This design comes from an exercise in tuning for small area, a short achievable clock period and few clock cycles per item on the open sky130 flow, not from production work. RTL that was checked went through simulation tests only; none was proved equivalent to the original. For run 1, only the layout was checked, not whether the RTL still works.

$ cat flow/run.sh
#!/bin/bash
# synth_recipe.tcl (not shown) runs the flow's synth.tcl, then flattens the netlist and writes it again
# the make line also repeats each setting of config.mk as NAME=value (left out here)
make -C /OpenROAD-flow-scripts/flow DESIGN_CONFIG=/design/flow/config.mk WORK_HOME=/design/flow/orfs CLKGATE_MAP_FILE= SYNTH_SCRIPT=/design/flow/synth_recipe.tcl finish
$ cat flow/constraint.sdc
create_clock -name core_clock -period 20.0 [get_ports {clk}]
set_input_delay 4.0000 -clock core_clock [delete_from_list [all_inputs] [get_ports {clk}]]
set_output_delay 4.0000 -clock core_clock [all_outputs]
set_load 0.01 [all_outputs]
$ cat flow/config.mk
export PLATFORM = sky130hd
export DESIGN_NAME = armature_law
export DESIGN_NICKNAME = armature_law
export VERILOG_FILES = /design/flow/design.v
export SDC_FILE = /design/flow/constraint.sdc
export NUM_CORES = 4
export LEC_CHECK = 0
export CAP_MARGIN = 20
export CORE_MARGIN = 2
export CORE_UTILIZATION = 40
export SLEW_MARGIN = 20
$ cat flow/design.v
module armature_law (
    input  wire        clk,
    input  wire        rst,
    input  wire        cfg_we,
    input  wire [6:0]  cfg_addr,
    input  wire [31:0] cfg_wdata,
    input  wire        start,
    input  wire [31:0] meas,
    input  wire [31:0] sp,
    input  wire [31:0] inj,
    input  wire        inj_point,
    output wire        ready,
    output reg         done,
    output reg  [31:0] u,
    output reg  [31:0] integ,
    output reg  [15:0] gain,
    output reg  [31:0] err,
    output reg  [2:0]  flags
);
    reg [26:0]        step;
    reg signed [31:0] kp, ki, imin, imax, umin, umax, offset;
    reg [15:0]        tab [0:32];
    integer i;
    always @(posedge clk) begin
        if (cfg_we) begin
            case (cfg_addr)
                7'h00: step   <= cfg_wdata[26:0];
                7'h01: kp     <= cfg_wdata;
                7'h02: ki     <= cfg_wdata;
                7'h03: imin   <= cfg_wdata;
                7'h04: imax   <= cfg_wdata;
                7'h05: umin   <= cfg_wdata;
                7'h06: umax   <= cfg_wdata;
                7'h07: offset <= cfg_wdata;
                default: ;
            endcase
            for (i = 0; i < 33; i = i + 1)
                if (cfg_addr == 7'h40 + i)
                    tab[i] <= cfg_wdata[15:0];
        end
    end
    reg [3:0]         t;
    reg               rdy;
    assign ready = rdy;
    reg [31:0]        m_q, s_q, i_q;
    reg               ip_q;
    reg signed [32:0] c_q;         
    reg [27:0]        s3_q;        
    reg [26:0]        r_q;         
    reg [4:0]         k_q;
    reg [7:0]         fq;          
    reg               xlo_q, xhi_q;
    reg signed [16:0] dt_q;        
    reg signed [32:0] z_q;         
    reg signed [53:0] accp, acci;
    reg [7:0]         shp, shi;
    reg signed [47:0] pe_q, ie_q;
    wire oor = xlo_q | xhi_q;
    function [31:0] sat32;
        input signed [32:0] v;
        begin
            if (v[32] != v[31])
                sat32 = v[32] ? 32'h8000_0000 : 32'h7FFF_FFFF;
            else
                sat32 = v[31:0];
        end
    endfunction
    wire signed [32:0] sp_sum = {s_q[31], s_q} + {i_q[31], i_q};
    wire [31:0]        sp_eff = ip_q ? s_q : sat32(sp_sum);
    wire signed [32:0] e_diff = {sp_eff[31], sp_eff} - {m_q[31], m_q};
    wire [31:0]        e_val  = sat32(e_diff);
    wire signed [32:0] c_val  = {offset[31], offset} + (ip_q ? {i_q[31], i_q} : 33'd0);
    wire [27:0]        s3_val = {1'b0, step} + {step, 1'b0};
    wire               neg = err[31];
    wire signed [31:0] ep  = {{2{err[31]}}, err[31:2]};           
    wire signed [31:0] sS1 = {5'd0, step};
    wire signed [31:0] sS2 = {4'd0, step, 1'b0};
    wire signed [31:0] sS3 = {4'd0, s3_q};
    wire signed [31:0] sS4 = {3'd0, step, 2'b0};
    wire signed [31:0] a0 = ep + (neg ? sS4 : 32'sd0);
    wire signed [31:0] a1 = ep + (neg ? sS3 : -sS1);
    wire signed [31:0] a2 = ep + (neg ? sS2 : -sS2);
    wire signed [31:0] a3 = ep + (neg ? sS1 : -sS3);
    wire [1:0]  da = !a3[31] ? 2'd3 : !a2[31] ? 2'd2 : !a1[31] ? 2'd1 : 2'd0;
    wire [26:0] ra = !a3[31] ? a3[26:0] : !a2[31] ? a2[26:0] : !a1[31] ? a1[26:0] : a0[26:0];
    wire [28:0] tx  = (t == 4'd2) ? {ra, err[1:0]} : {r_q, 2'b00};
    wire signed [29:0] x1 = {1'b0, tx} - {2'b0, step};
    wire signed [29:0] x2 = {1'b0, tx} - {1'b0, step, 1'b0};
    wire signed [29:0] x3 = {1'b0, tx} - {1'b0, s3_q};
    wire [1:0]  dx = !x3[29] ? 2'd3 : !x2[29] ? 2'd2 : !x1[29] ? 2'd1 : 2'd0;
    wire [26:0] rx = !x3[29] ? x3[26:0] : !x2[29] ? x2[26:0] : !x1[29] ? x1[26:0] : tx[26:0];
    wire [28:0] ty  = {rx, 2'b00};
    wire signed [29:0] y1 = {1'b0, ty} - {2'b0, step};
    wire signed [29:0] y2 = {1'b0, ty} - {1'b0, step, 1'b0};
    wire signed [29:0] y3 = {1'b0, ty} - {1'b0, s3_q};
    wire [1:0]  dy = !y3[29] ? 2'd3 : !y2[29] ? 2'd2 : !y1[29] ? 2'd1 : 2'd0;
    wire [26:0] ry = !y3[29] ? y3[26:0] : !y2[29] ? y2[26:0] : !y1[29] ? y1[26:0] : ty[26:0];
    wire signed [34:0] x_full = {{3{err[31]}}, err} + {4'd0, step, 4'd0};
    wire               x_low  = (x_full <= 35'sd0);
    wire               x_high = ($signed({{3{err[31]}}, err}) >= $signed({4'd0, step, 4'd0}));
    wire [5:0]  kk   = xlo_q ? 6'd0 : xhi_q ? 6'd32 : {1'b0, k_q};
    wire [5:0]  ridx = (t == 4'd3) ? kk : ({1'b0, k_q} + 6'd1);
    reg  [15:0] trd;
    integer j;
    always @(*) begin
        trd = 16'd0;
        for (j = 0; j < 33; j = j + 1)
            trd = trd | (tab[j] & {16{ridx == j}});
    end
    wire [7:0]         fch   = (t == 4'd5) ? fq : {4'd0, fq[3:0]};
    wire signed [32:0] z_sh  = (t == 4'd5) ? 33'sd0 : (z_q <<< 4);
    wire signed [32:0] z_nx  = z_sh + dt_q * $signed({1'b0, fch});
    wire signed [16:0] g_nx  = {gain[15], gain} + z_nx[32:16];
    wire        ph1   = (t >= 4'd2) && (t <= 4'd5);
    wire        p2a   = oor ? (t == 4'd6) : (t == 4'd8);
    wire        p2b   = oor ? (t == 4'd7) : (t == 4'd9);
    wire        fin   = oor ? (t == 4'd8) : (t == 4'd10);
    reg  [7:0]  ech;
    always @(*) begin
        case (t)
            4'd2:    ech = err[7:0];
            4'd3:    ech = err[15:8];
            4'd4:    ech = err[23:16];
            default: ech = err[31:24];
        endcase
    end
    wire        chs   = ph1 ? (t == 4'd5) : p2b;             
    wire [7:0]  ch    = ph1 ? ech : (p2a ? gain[7:0] : gain[15:8]);
    wire signed [8:0]  ch9 = {chs & ch[7], ch};
    wire signed [47:0] mcp = ph1 ? {{16{kp[31]}}, kp} : pe_q;
    wire signed [47:0] mci = ph1 ? {{16{ki[31]}}, ki} : ie_q;
    wire signed [53:0] ap  = (t == 4'd2) ? 54'sd0 : accp;
    wire signed [53:0] ai  = (t == 4'd2) ? 54'sd0 : acci;
    wire signed [57:0] sump = ap + mcp * ch9;
    wire signed [57:0] sumi = ai + mci * ch9;
    wire signed [53:0] s_v   = acci;                         
    wire signed [53:0] pp_v  = accp;                         
    wire               i_lo  = (s_v < $signed({{22{imin[31]}}, imin}));
    wire               i_hi  = (s_v > $signed({{22{imax[31]}}, imax}));
    wire signed [31:0] i_new = i_lo ? imin : i_hi ? imax : s_v[31:0];
    wire signed [54:0] v_s   = {pp_v[53], pp_v} + {s_v[53], s_v};
    wire signed [54:0] v_l   = {pp_v[53], pp_v} + {{23{imin[31]}}, imin};
    wire signed [54:0] v_h   = {pp_v[53], pp_v} + {{23{imax[31]}}, imax};
    wire signed [54:0] v     = i_lo ? v_l : i_hi ? v_h : v_s;
    wire               u_lo  = (v < $signed({{23{umin[31]}}, umin}));
    wire               u_hi  = (v > $signed({{23{umax[31]}}, umax}));
    wire signed [31:0] u_new = u_lo ? umin : u_hi ? umax : v[31:0];
    always @(posedge clk) begin
        if (rst) begin
            t     <= 4'd0;
            rdy   <= 1'b1;
            done  <= 1'b0;
            integ <= 32'd0;
        end else begin
            done <= 1'b0;
            if (t == 4'd0) begin
                if (cfg_we && cfg_addr == 7'h08)
                    integ <= cfg_wdata;
                if (start) begin
                    t   <= 4'd1;
                    rdy <= 1'b0;
                end
            end else if (fin) begin
                t     <= 4'd0;
                rdy   <= 1'b1;
                done  <= 1'b1;
                integ <= i_new;
                u     <= u_new;
                flags <= {u_lo | u_hi, i_hi, i_lo};
            end else begin
                t <= t + 4'd1;
            end
        end
    end
    always @(posedge clk) begin
        if (t == 4'd0 && start) begin
            m_q  <= meas;
            s_q  <= sp;
            i_q  <= inj;
            ip_q <= inj_point;
        end
        if (t == 4'd1) begin
            err  <= e_val;
            c_q  <= c_val;
            s3_q <= s3_val;
        end
        if (t == 4'd2) begin
            k_q   <= {~neg, da, dx};
            r_q   <= rx;
            xlo_q <= x_low;
            xhi_q <= !x_low && x_high;
        end
        if (t >= 4'd3 && t <= 4'd6) begin
            r_q <= ry;
            fq  <= {fq[3:0], dx, dy};
        end
        if (t == 4'd3)
            gain <= trd;
        if (t == 4'd4)
            dt_q <= $signed({trd[15], trd}) - $signed({gain[15], gain});
        if (t >= 4'd5 && t <= 4'd7)
            z_q <= z_nx;
        if (t == 4'd7 && !oor)
            gain <= g_nx[15:0];
        if (ph1 && t != 4'd5 || p2a) begin
            accp <= sump >>> 8;
            acci <= sumi >>> 8;
            shp  <= sump[7:0];
            shi  <= sumi[7:0];
        end
        if (t == 4'd5) begin
            pe_q <= {sump[39:0], shp};
            ie_q <= {sumi[39:0], shi};
            accp <= {{9{c_q[32]}}, c_q, 12'd0};
            acci <= {{10{integ[31]}}, integ, 12'd0};
        end
        if (p2b) begin
            accp <= sump >>> 4;
            acci <= sumi >>> 4;
        end
    end
endmodule
==> flow_summary.json, run 1 <==
{
  "final_nets": 14500,
  "numCtsBuffers": 163,
  "htreeDepth": 4,
  "synth_nets": 14300,
  "initial_core_util_pct": 40.3,
  "fillers": 28600,
  "synthArstFlopShare_pct": 0,
  "cap_violations": 0,
  "cts_setup_buffers": 0,
  "crit_type": "flop to flop",
  "antenna_found_initial": 34,
  "stdcell_count": 16500,
  "skew_ps": 85.6,
  "min_path_type": "flop to flop",
  "grt_max_degree": 119,
  "cp-start-kind": "flop",
  "worstPathArrival_ps": 16190,
  "grt_usage_pct": 27.5,
  "cts.sinks": 1365,
  "cp_max_fo": 49,
  "clk_pin_slew_ps": 60,
  "fin_ws_ps": 4310,
  "postCtsHoldBufs": 0,
  "slowest_delay_ps": 820,
  "cts_root_buf": "clkbuf_16",
  "portBuffers": 256,
  "postPlaceCellArea_um2": 129000,
  "cts_tree": "done",
  "status": "no timing/DRC/antenna violations",
  "fmax_ghz": 0.0637,
  "die_h_um": 554,
  "ys_types": 109,
  "timing.final.crit_share_pct": 78.5,
  "drv_slew": 0,
  "synth_ff_type": "edfxtp_1",
  "die_area_um2": 307000,
  "hpwl_um": 332000,
  "ioPinCount": 257,
  "routed_wl_um": 432000,
  "vias_per_cell": 5.85,
  "grt_setup_unrepaired": "false",
  "globalplace.congestion": 1.01,
  "firstDrtPassIters": 9,
  "syn_area_um2": 121000,
  "fin_setup_tns_ps": 0,
  "std_cell_rows": 201,
  "cp_slowest_cell": "nor2_1",
  "die_w_um": 554,
  "synth_edf_count": 1327,
  "antenna_left": 0,
  "grt_overflow": 0,
  "final_cell_mix": "nand2_1, edfxtp_1, inv_1",
  "dp_slack_ps": 4680,
  "synth_cells": 12100,
  "layout_commonest_cell": "nand2_1",
  "ys_warn_count": 2,
  "worstSetupEndpointType": "flop",
  "ys_seq_area_share_pct": 33.5,
  "grt_pass1_vias": 92400,
  "drive_gt1_share_pct": 4.93,
  "finalHoldViolCount": 0,
  "fin_crit_ps": 15690,
  "setup_viol": 0,
  "post-route-drc-count": 0,
  "place_inst": 16100,
  "via_count": 96300,
  "syn2layout_area_growth_pct": 10.8,
  "first_iter_violations": 11900,
  "ys_seq_elements": 1365,
  "design_area_um2": 134000,
  "clkLatencyLatePin_ps": 850,
  "syn_avg_cell_area_um2": 9.98,
  "ctsResizeCount": 0,
  "cts_buffer_depth": 4,
  "wl_per_cell_um": 26.3,
  "grt_pass1_wl_um": 628000,
  "worstMarginPinSlew_ps": 1210,
  "worstPathRequired_ps": 20500,
  "max-slew-margin-rel_pct": 19.1,
  "core-area_um2": 301000
}
critical path, delay by kind of cell, from the launching register on:
kind,cells,cell delay [ps]
AO/OA/AOI/OAI,26,7030
XOR/XNOR,1,140
adder cells (fa/ha/maj),4,1760
buffers and inverters,6,1910
flip-flops,1,520
multiplexers,1,140
AND/OR/NAND/NOR,15,3830
worst paths after layout:
kind | from | endpoint | slack, ps | cells after the start
worst max-delay path | step[1] | r_q[10] | 4310 | 53
worst min-delay path | shi[1] | ie_q[1] | 420 | 0
worst max register to register | step[1] | r_q[10] | 4310 | 53
worst min register to register | shi[1] | ie_q[1] | 420 | 0
per-layer routing:
layer  up-vias  global-route usage [%]  share of wire, %
met5         -                       0             0.028
met2      4754                    41.4                43
met1     47600                    39.3                43
met4        16                    10.9               4.6
li1      43200                       -                 -
met3       749                    4.61               9.7
metrics by stage:
| step | hold slack, ps | utilization, % |
|---|---|---|
| 2_1_floorplan | 400 | - |
| 3_3_place_gp | 401 | 42.9 |
| 3_5_place_dp | 405 | 42.9 |
| 4_1_cts | 422 | 44.6 |
| 5_1_grt | 429 | 44.6 |
| 6_report | 419 | 44.6 |
cell type report:
type,count,area (um^2),area share (%)
Timing Repair Buffer,456,4050,3.02
Inverter,1200,4520,3.37
Clock buffer,203,4320,3.22
Tap cell,3958,4950,3.69
Clock inverter,80,787,0.587
Sequential cell,1365,40600,30.3
Antenna cell,29,72.6,0.0541
Multi-Input combinational cell,9167,74800,55.8
cell usage after synthesis (46+ instances only):
cell type,count,area [um^2]
xor2_1,157,1380
and2_1,225,1410
o31ai_1,50,375
a21oi_1,692,3460
nor3_1,167,836
clkbuf_1,336,1260
nand2_1,1396,5240
a211oi_1,84,631
xnor2_1,437,3830
nor2_1,987,3700
nand3_1,219,1100
nand4_1,108,676
nand2b_1,135,845
o21bai_1,68,510
a22oi_1,142,1070
o21a_1,137,1030
and3_1,131,820
a31oi_1,109,682
ha_1,1089,13600
o21ai_0,440,2200
edfxtp_1,1327,39800
mux2i_1,191,1910
a311oi_1,46,403
or3_1,51,319
fa_1,952,19100
o211ai_1,47,353
nor2b_1,118,738
a21o_1,341,2560
inv_1,1198,4500
a221oi_1,59,517
registers in the layout, summed over array words and instances (netlist names), 33 cells and up:
name,cells
acci,54
accp,54
tab,528
c_q,33
pe_q,48
ie_q,48
cells by family (layout without fill, tap and decap cells):
group	Yosys count	count (layout)	synth area share (%)
mux	206	206	1.72
simple gates	3676	3676	13.8
buf+inv	1596	1939	5.03
fa+ha+maj	2062	2062	27.2
compound gates	2629	2629	14.4
other cells	0	29	0
flops	1365	1365	33.5
xor+xnor	594	594	4.30
==> inputs of run 2 (changes only) <==
--- a/flow/design.v
+++ b/flow/design.v
@@ -95,9 +95,8 @@
     wire signed [29:0] y3 = {1'b0, ty} - {1'b0, s3_q};
     wire [1:0]  dy = !y3[29] ? 2'd3 : !y2[29] ? 2'd2 : !y1[29] ? 2'd1 : 2'd0;
     wire [26:0] ry = !y3[29] ? y3[26:0] : !y2[29] ? y2[26:0] : !y1[29] ? y1[26:0] : ty[26:0];
-    wire signed [34:0] x_full = {{3{err[31]}}, err} + {4'd0, step, 4'd0};
-    wire               x_low  = (x_full <= 35'sd0);
-    wire               x_high = ($signed({{3{err[31]}}, err}) >= $signed({4'd0, step, 4'd0}));
+    wire               x_low  = neg && (a0[31] || (a0 == 32'sd0 && err[1:0] == 2'd0));
+    wire               x_high = !neg && (ep >= sS4);
     wire [5:0]  kk   = xlo_q ? 6'd0 : xhi_q ? 6'd32 : {1'b0, k_q};
     wire [5:0]  ridx = (t == 4'd3) ? kk : ({1'b0, k_q} + 6'd1);
     reg  [15:0] trd;
@@ -129,21 +128,23 @@
     wire signed [8:0]  ch9 = {chs & ch[7], ch};
     wire signed [47:0] mcp = ph1 ? {{16{kp[31]}}, kp} : pe_q;
     wire signed [47:0] mci = ph1 ? {{16{ki[31]}}, ki} : ie_q;
-    wire signed [53:0] ap  = (t == 4'd2) ? 54'sd0 : accp;
-    wire signed [53:0] ai  = (t == 4'd2) ? 54'sd0 : acci;
+    wire signed [53:0] ap  = (t == 4'd2) ? 54'sd0 : p2a ? {{9{c_q[32]}}, c_q, 12'd0} : accp;
+    wire signed [53:0] ai  = (t == 4'd2) ? 54'sd0 : p2a ? {{10{integ[31]}}, integ, 12'd0} : acci;
     wire signed [57:0] sump = ap + mcp * ch9;
     wire signed [57:0] sumi = ai + mci * ch9;
-    wire signed [53:0] s_v   = acci;                         
-    wire signed [53:0] pp_v  = accp;                         
-    wire               i_lo  = (s_v < $signed({{22{imin[31]}}, imin}));
-    wire               i_hi  = (s_v > $signed({{22{imax[31]}}, imax}));
+    wire               s_ov  = !(&acci[53:33] | ~|acci[53:33]);
+    wire               p_ov  = !(&accp[53:34] | ~|accp[53:34]);
+    wire signed [33:0] s_v   = s_ov ? {acci[53], {33{~acci[53]}}} : acci[33:0];
+    wire signed [34:0] pp_v  = p_ov ? {accp[53], {34{~accp[53]}}} : accp[34:0];
+    wire               i_lo  = (s_v < $signed({{2{imin[31]}}, imin}));
+    wire               i_hi  = (s_v > $signed({{2{imax[31]}}, imax}));
     wire signed [31:0] i_new = i_lo ? imin : i_hi ? imax : s_v[31:0];
-    wire signed [54:0] v_s   = {pp_v[53], pp_v} + {s_v[53], s_v};
-    wire signed [54:0] v_l   = {pp_v[53], pp_v} + {{23{imin[31]}}, imin};
-    wire signed [54:0] v_h   = {pp_v[53], pp_v} + {{23{imax[31]}}, imax};
-    wire signed [54:0] v     = i_lo ? v_l : i_hi ? v_h : v_s;
-    wire               u_lo  = (v < $signed({{23{umin[31]}}, umin}));
-    wire               u_hi  = (v > $signed({{23{umax[31]}}, umax}));
+    wire signed [35:0] v_s   = {pp_v[34], pp_v} + {{2{s_v[33]}}, s_v};
+    wire signed [35:0] v_l   = {pp_v[34], pp_v} + {{4{imin[31]}}, imin};
+    wire signed [35:0] v_h   = {pp_v[34], pp_v} + {{4{imax[31]}}, imax};
+    wire signed [35:0] v     = i_lo ? v_l : i_hi ? v_h : v_s;
+    wire               u_lo  = (v < $signed({{4{umin[31]}}, umin}));
+    wire               u_hi  = (v > $signed({{4{umax[31]}}, umax}));
     wire signed [31:0] u_new = u_lo ? umin : u_hi ? umax : v[31:0];
     always @(posedge clk) begin
         if (rst) begin
@@ -165,58 +166,46 @@
                 rdy   <= 1'b1;
                 done  <= 1'b1;
                 integ <= i_new;
-                u     <= u_new;
-                flags <= {u_lo | u_hi, i_hi, i_lo};
             end else begin
                 t <= t + 4'd1;
             end
         end
     end
     always @(posedge clk) begin
-        if (t == 4'd0 && start) begin
-            m_q  <= meas;
-            s_q  <= sp;
-            i_q  <= inj;
-            ip_q <= inj_point;
-        end
+        m_q   <= meas;
+        s_q   <= sp;
+        i_q   <= inj;
+        ip_q  <= inj_point;
+        s3_q  <= s3_val;
+        r_q   <= (t == 4'd2) ? rx : ry;
+        fq    <= {fq[3:0], dx, dy};
+        z_q   <= z_nx;
+        accp  <= p2b ? (sump >>> 4) : (sump >>> 8);
+        acci  <= p2b ? (sumi >>> 4) : (sumi >>> 8);
+        shp   <= sump[7:0];
+        shi   <= sumi[7:0];
+        u     <= u_new;
+        flags <= {u_lo | u_hi, i_hi, i_lo};
+    end
+    always @(posedge clk) begin
         if (t == 4'd1) begin
             err  <= e_val;
             c_q  <= c_val;
-            s3_q <= s3_val;
         end
         if (t == 4'd2) begin
             k_q   <= {~neg, da, dx};
-            r_q   <= rx;
             xlo_q <= x_low;
-            xhi_q <= !x_low && x_high;
-        end
-        if (t >= 4'd3 && t <= 4'd6) begin
-            r_q <= ry;
-            fq  <= {fq[3:0], dx, dy};
+            xhi_q <= x_high;
         end
         if (t == 4'd3)
             gain <= trd;
         if (t == 4'd4)
             dt_q <= $signed({trd[15], trd}) - $signed({gain[15], gain});
-        if (t >= 4'd5 && t <= 4'd7)
-            z_q <= z_nx;
         if (t == 4'd7 && !oor)
             gain <= g_nx[15:0];
-        if (ph1 && t != 4'd5 || p2a) begin
-            accp <= sump >>> 8;
-            acci <= sumi >>> 8;
-            shp  <= sump[7:0];
-            shi  <= sumi[7:0];
-        end
         if (t == 4'd5) begin
             pe_q <= {sump[39:0], shp};
             ie_q <= {sumi[39:0], shi};
-            accp <= {{9{c_q[32]}}, c_q, 12'd0};
-            acci <= {{10{integ[31]}}, integ, 12'd0};
-        end
-        if (p2b) begin
-            accp <= sump >>> 4;
-            acci <= sumi >>> 4;
         end
     end
 endmodule
==> flow/flow/run.sh (new file) <==
#!/bin/bash
# Standard layout, with timing repair aiming at a shorter period than the
# 20 ns clock (the constraints themselves are unchanged).
set -euo pipefail
bash standard.sh SETUP_SLACK_MARGIN=10 finish > standard.log 2>&1
==> flow/standard.sh (new file) <==
#!/bin/bash
# synth_recipe.tcl (not shown) runs the flow's synth.tcl, then flattens the netlist and writes it again
# the make line also repeats each setting of config.mk as NAME=value (left out here)
make -C /OpenROAD-flow-scripts/flow DESIGN_CONFIG=/design/flow/config.mk WORK_HOME=/design/flow/orfs CLKGATE_MAP_FILE= SYNTH_SCRIPT=/design/flow/synth_recipe.tcl "${@:-finish}"
removed: flow/run.sh
==> run 2 against run 1 <==
First-iteration DRC count fell by 10%. Critical path type unchanged. Critical path depth did not move. Non-clock buffer count rose by 404. Worst setup slack improved by 4900 ps. Largest cell class unchanged. Sequential share of layout area fell by 2.9 points. Wire length rose by 7.0%. Via count fell by 0.22%. Hold slack got worse by 15 ps.
==> flow_summary.json, run 2 <==
{
  "status": "no timing/DRC/antenna violations",
  "die_w_um": 539,
  "vias_per_cell": 5.87,
  "synth_mux_area_share_pct": 1.98,
  "synthArstFlopShare_pct": 0,
  "wl_per_cell_um": 28.2,
  "crit_type": "flop to flop",
  "hold_end": "ie_q[5]",
  "final_cell_mix": "nand2_1, inv_1, edfxtp_1",
  "min_path_type": "flop to flop",
  "syn_area_um2": 115000,
  "cap_violations": 0,
  "path_delay_family": "compound AO/OA/AOI/OAI gates",
  "final_nets": 14500,
  "worstPathRequired_ps": 20730,
  "grt_setup_unrepaired": "true",
  "ff2ff_path_depth": 53,
  "cp.buffers_inverters": 7,
  "firstDrtPassIters": 9,
  "core-area_um2": 285000,
  "globalplace.congestion": 0.969,
  "cts.sinks": 1365,
  "skew_ps": 49.0,
  "min_from": "shi[5]",
  "ioPinCount": 257,
  "slowest_delay_ps": 430,
  "synth-compound-area-share_pct": 14.9,
  "drv_slew": 0,
  "synth-xor-area-share_pct": 4.30,
  "cp_max_fo": 6,
  "synth_ff_type": "edfxtp_1",
  "worstPathArrival_ps": 11490,
  "fin_util_pct": 47.5,
  "reg_top3": "tab (528), acci (54), accp (54)",
  "syn_avg_cell_area_um2": 9.72,
  "cts_root_buf": "clkbuf_16",
  "yosys.area.top_type": "edfxtp_1",
  "ys_warn_count": 2,
  "ys_seq_area_share_pct": 32.4,
  "place_inst": 15600,
  "synth-simple-area-share_pct": 13.6,
  "drive_gt1_share_pct": 12.2,
  "regToRegSetupSlack_ps": 9240,
  "synth_fa_ha_area_share_pct": 27.3,
  "std_cell_rows": 196,
  "synth_common_cells": "nand2_1, inv_1, edfxtp_1",
  "cp-start-kind": "flop",
  "fin_ws_ps": 9240,
  "portBuffers": 256,
  "grt_pass1_wl_um": 661000,
  "hpwl_um": 333000,
  "synth_top_area_share_pct": 25.7,
  "cp_slowest_cell": "edfxtp_1",
  "synth_most_common_cell": "nand2_1",
  "top_register": "tab",
  "min_path_cells": 0,
  "grt_max_degree": 97,
  "grt_overflow": 0,
  "synthTopCellsByArea": "edfxtp_1, fa_1, ha_1",
  "ys_seq_elements": 1365,
  "fin_crit_ps": 10760,
  "via_count": 96100,
  "clkLatencyLatePin_ps": 880,
  "initial_core_util_pct": 40.2,
  "synth_top_family_by_area": "adder cells",
  "layout_commonest_cell": "nand2_1",
  "max-slew-margin-rel_pct": 20.7,
  "grt_usage_pct": 30.8,
  "post-route-drc-count": 0,
  "dp_slack_ps": 6440,
  "synth_nets": 13800,
  "die_area_um2": 291000,
  "htreeDepth": 4,
  "synth_edf_count": 980,
  "fin_setup_tns_ps": 0,
  "routed_wl_um": 462000,
  "fmax_ghz": 0.0929,
  "ys_types": 111,
  "grt_pass1_vias": 95800,
  "regToRegStartpoint": "step[5]",
  "worstSetupEndpointType": "flop",
  "stdcell_count": 16400,
  "worstMarginPinSlew_ps": 1160,
  "syn2layout_area_growth_pct": 18.3,
  "antenna_found_initial": 45,
  "finalHoldViolCount": 0,
  "setup_viol": 0,
  "cts_tree": "done",
  "die_h_um": 539,
  "first_iter_violations": 10700,
  "largest_reg_flops": 528,
  "numCtsBuffers": 169,
  "synth_cells": 11800,
  "clk_pin_slew_ps": 60,
  "r2r-end": "r_q[25]",
  "cts_buffer_depth": 4,
  "timing.final.crit_share_pct": 53.8,
  "antenna_left": 0
}
==> run 2: worst max-delay path by stage <==
stage	endpoint	depth (start not counted)	start	slack (ps)
floorplan	r_q[25]	48	s3_q[4]	10000
global placement	r_q[11]	50	step[4]	6470
detailed placement	r_q[11]	50	step[4]	6440
CTS	r_q[25]	49	s3_q[3]	9640
global route	r_q[10]	53	step[5]	8970
finish	r_q[25]	53	step[5]	9240
==> run 2: cells by family after synthesis <==
kind of cell	Yosys count
and+or+nand+nor	3431
AOI/OAI and AO/OA	2599
adders and majority gates	1935
buffers and inverters	1662
DFF	1365
xor gates and xnor gates	562
muxes	223
==> run 2: metal layers <==
layer	GRT usage [%]	share of wire, %
met3	6.63	9.7
met4	15.4	5.8
met2	48.9	45
met5	0.197	0.040
met1	39.7	40
==> run 2: area by class of cell <==
cell class | count | area [um^2]
tap | 3762 | 4710
sequential | 1365 | 37200
clock inverter | 85 | 947
antenna | 43 | 108
multi-input combinational | 8768 | 74900
clock buffer | 224 | 4740
inverter | 1266 | 4860
fill | 26500 | 149000
timing repair inverter | 1 | 8.76
timing repair buffer | 860 | 8100
==> run 2: timing repair <==
action                     in CTS  in global routing
setup endpoints to repair     195                137
buffers inserted              279                121
pin swaps                     164                159
hold buffers                    0                  0
gates resized for setup       531                228
gates cloned                   27                 14
==> run 2: per-stage QoR <==
step	area (um^2)	hold WS [ps]
after floorplan	115000	329
after global placement	122000	386
after detailed placement	122000	389
after CTS	133000	402
after global routing	135000	411
final	135000	404
Testbench counts of run 2, summed over its fixed seeds: cycles 42,306, frames 4,096.
==> inputs of run 3 (changes only) <==
==> flow/run.sh (new file) <==
#!/bin/bash
# synth_recipe.tcl (not shown) runs the flow's synth.tcl, then flattens the netlist and writes it again
# the make line also repeats each setting of config.mk as NAME=value (left out here)
make -C /OpenROAD-flow-scripts/flow DESIGN_CONFIG=/design/flow/config.mk WORK_HOME=/design/flow/orfs CLKGATE_MAP_FILE= SYNTH_SCRIPT=/design/flow/synth_recipe.tcl finish
removed: flow/flow/run.sh
removed: flow/standard.sh
==> run 3 against run 2 <==
Fmax decreased by 32%. Highest routed layer unchanged. Clock-buffer cell count is 18 lower. Die area unchanged. Register-to-register slack got worse by 5100 ps. Critical path type unchanged. Non-clock buffer count down 409.
==> flow_summary.json, run 3 <==
{
  "cts_setup_buffers": 0,
  "path_delay_family": "compound AO/OA/AOI/OAI gates",
  "syn_area_um2": 115000,
  "drv_slew": 0,
  "globalplace.congestion": 0.971,
  "timing.final.crit_share_pct": 79.3,
  "worstMarginPinSlew_ps": 1290,
  "fin_setup_tns_ps": 0,
  "first_iter_violations": 10900,
  "clkLatencyLatePin_ps": 900,
  "clk_pin_slew_ps": 70,
  "synthArstFlopShare_pct": 0,
  "grt_pass1_wl_um": 631000,
  "worstSetupEndpointType": "flop",
  "syn2layout_area_growth_pct": 11.6,
  "antenna_found_initial": 39,
  "die_w_um": 539,
  "core-area_um2": 285000,
  "crit_type": "flop to flop",
  "final_cell_mix": "nand2_1, inv_1, edfxtp_1",
  "top_register": "tab",
  "final_nets": 14100,
  "initial_core_util_pct": 40.2,
  "layout_commonest_cell": "nand2_1",
  "grt_usage_pct": 29.3,
  "numCtsBuffers": 167,
  "ys_warn_count": 2,
  "wl_per_cell_um": 27.2,
  "ys_seq_elements": 1365,
  "min_path_type": "flop to flop",
  "synth_most_common_cell": "nand2_1",
  "syn_avg_cell_area_um2": 9.72,
  "fmax_ghz": 0.0631,
  "synth_ff_type": "edfxtp_1",
  "cp.buffers_inverters": 4,
  "postCtsHoldBufs": 0,
  "antenna_left": 0,
  "synth_cells": 11800,
  "grt_pass1_vias": 92600,
  "ctsResizeCount": 0,
  "grt_max_degree": 97,
  "firstDrtPassIters": 10,
  "slowest_delay_ps": 880,
  "yosys.area.top_type": "edfxtp_1",
  "vias_per_cell": 5.83,
  "via_count": 92900,
  "drive_gt1_share_pct": 5.53,
  "fin_crit_ps": 15860,
  "ys_seq_area_share_pct": 32.4,
  "synth_nets": 13800,
  "worstPathRequired_ps": 20700,
  "cp_slowest_cell": "a2111oi_0",
  "cp-start-kind": "flop",
  "cp_max_fo": 20,
  "synth_edf_count": 980,
  "status": "no timing/DRC/antenna violations",
  "hpwl_um": 332000,
  "cts_tree": "done",
  "cts_root_buf": "clkbuf_16",
  "skew_ps": 89.6,
  "setup_viol": 0,
  "grt_setup_unrepaired": "false",
  "largest_reg_flops": 528,
  "ioPinCount": 257,
  "cts.sinks": 1365,
  "grt_overflow": 0,
  "routed_wl_um": 434000,
  "portBuffers": 256,
  "cap_violations": 0,
  "synth_top_area_share_pct": 25.7,
  "std_cell_rows": 196,
  "post-route-drc-count": 0,
  "htreeDepth": 4,
  "reg_top3": "tab (528), acci (54), accp (54)",
  "synth_common_cells": "nand2_1, inv_1, edfxtp_1",
  "die_h_um": 539,
  "finalHoldViolCount": 0,
  "worstPathArrival_ps": 16560,
  "cts_buffer_depth": 4,
  "synthTopCellsByArea": "edfxtp_1, fa_1, ha_1",
  "ys_types": 111,
  "die_area_um2": 291000,
  "max-slew-margin-rel_pct": 11.2
}
## run 3: cell counts after synthesis
Identical to the previous run, type by type.
## run 3: path summary, 6_finish.rpt
path | from | end | slack [ps] | cells past startpoint
min reg2reg | shp[2] | pe_q[2] | 400 | 0
min | shp[2] | pe_q[2] | 400 | 0
max | step[1] | r_q[6] | 4140 | 48
max reg2reg | step[1] | r_q[6] | 4140 | 48
## run 3: area by class of cell
cell class                 count  area [um^2]
fill                       27100       157000
multi-input combinational   8750        71600
sequential                  1365        37100
inverter                    1266         4760
antenna                       31         77.6
clock inverter                92         1070
clock buffer                 206         4520
timing repair buffer         451         3960
tap                         3762         4710
## run 3: per-layer routing
| metal | global-route usage, % | wire length (um) |
|---|---|---|
| met1 | 38.7 | 176000 |
| met2 | 46.1 | 194000 |
| met3 | 5.50 | 40400 |
| met4 | 14.0 | 23000 |
| met5 | 0 | 64 |
## run 3: per-stage QoR
stage	instances	setup WS (ps)	hold WS (ps)	utilization (%)	area, um^2
after global placement	15600	4700	388	42.8	122000
after global routing	15900	3310	412	44.8	128000
after CTS	15900	4570	402	44.8	128000
after floorplan	11800	8310	329	-	115000
final	15900	4140	403	44.8	128000
after detailed placement	15600	4640	389	42.9	122000
## run 3: worst reg2reg max path: cells and delay by family (launching register included)
kind | cells | cell delay (ps)
AOI/OAI and AO/OA | 19 | 6810
xor gates and xnor gates | 1 | 150
adders and majority gates | 4 | 1870
buffers and inverters | 4 | 1350
DFF | 1 | 510
and+or+nand+nor | 20 | 5040
## run 3: logic make-up (layout without fill, tap and decap cells)
logic type,Yosys count,after routing,share of synthesized area (%)
AOI/OAI and AO/OA,2599,2599,14.9
xor gates and xnor gates,562,562,4.30
adders and majority gates,1935,1935,27.3
buffers and inverters,1662,2015,5.51
DFF,1365,1365,32.4
muxes,223,223,1.98
other,0,31,0
and+or+nand+nor,3431,3431,13.6

-- what the ideal ports hide --
How much do the figures lean on ideal ports? The routed layouts below were timed once more, with nothing changed but the port constraints.
Step 1: set_driving_cell puts a clkbuf_16 on clk and a buf_2 on each other input, an assumption about the parent block.
Step 2, shift: input delay + t, output delay - t, t = (earliest + latest rising clock arrival at the registers) / 2. This alone moves slack from input paths to output paths.
Three values: ideal, step 1, step 2; two values: the first two.
| run | t, ns | setup slack, ns | worst setup path after step 2 | latest minus earliest clock arrival (ns) |
|---|---|---|---|---|
| run 1 | 0.915 | 4.307 / 4.307 / 4.307 | register to register | 0.112 / 0.113 |
| run 2 | 0.955 | 9.239 / 9.239 / 9.239 | register to register | 0.058 / 0.058 |
| run 3 | 0.967 | 4.140 / 4.140 / 4.140 | register to register | 0.092 / 0.092 |
After both steps setup and hold are still met in every run listed.
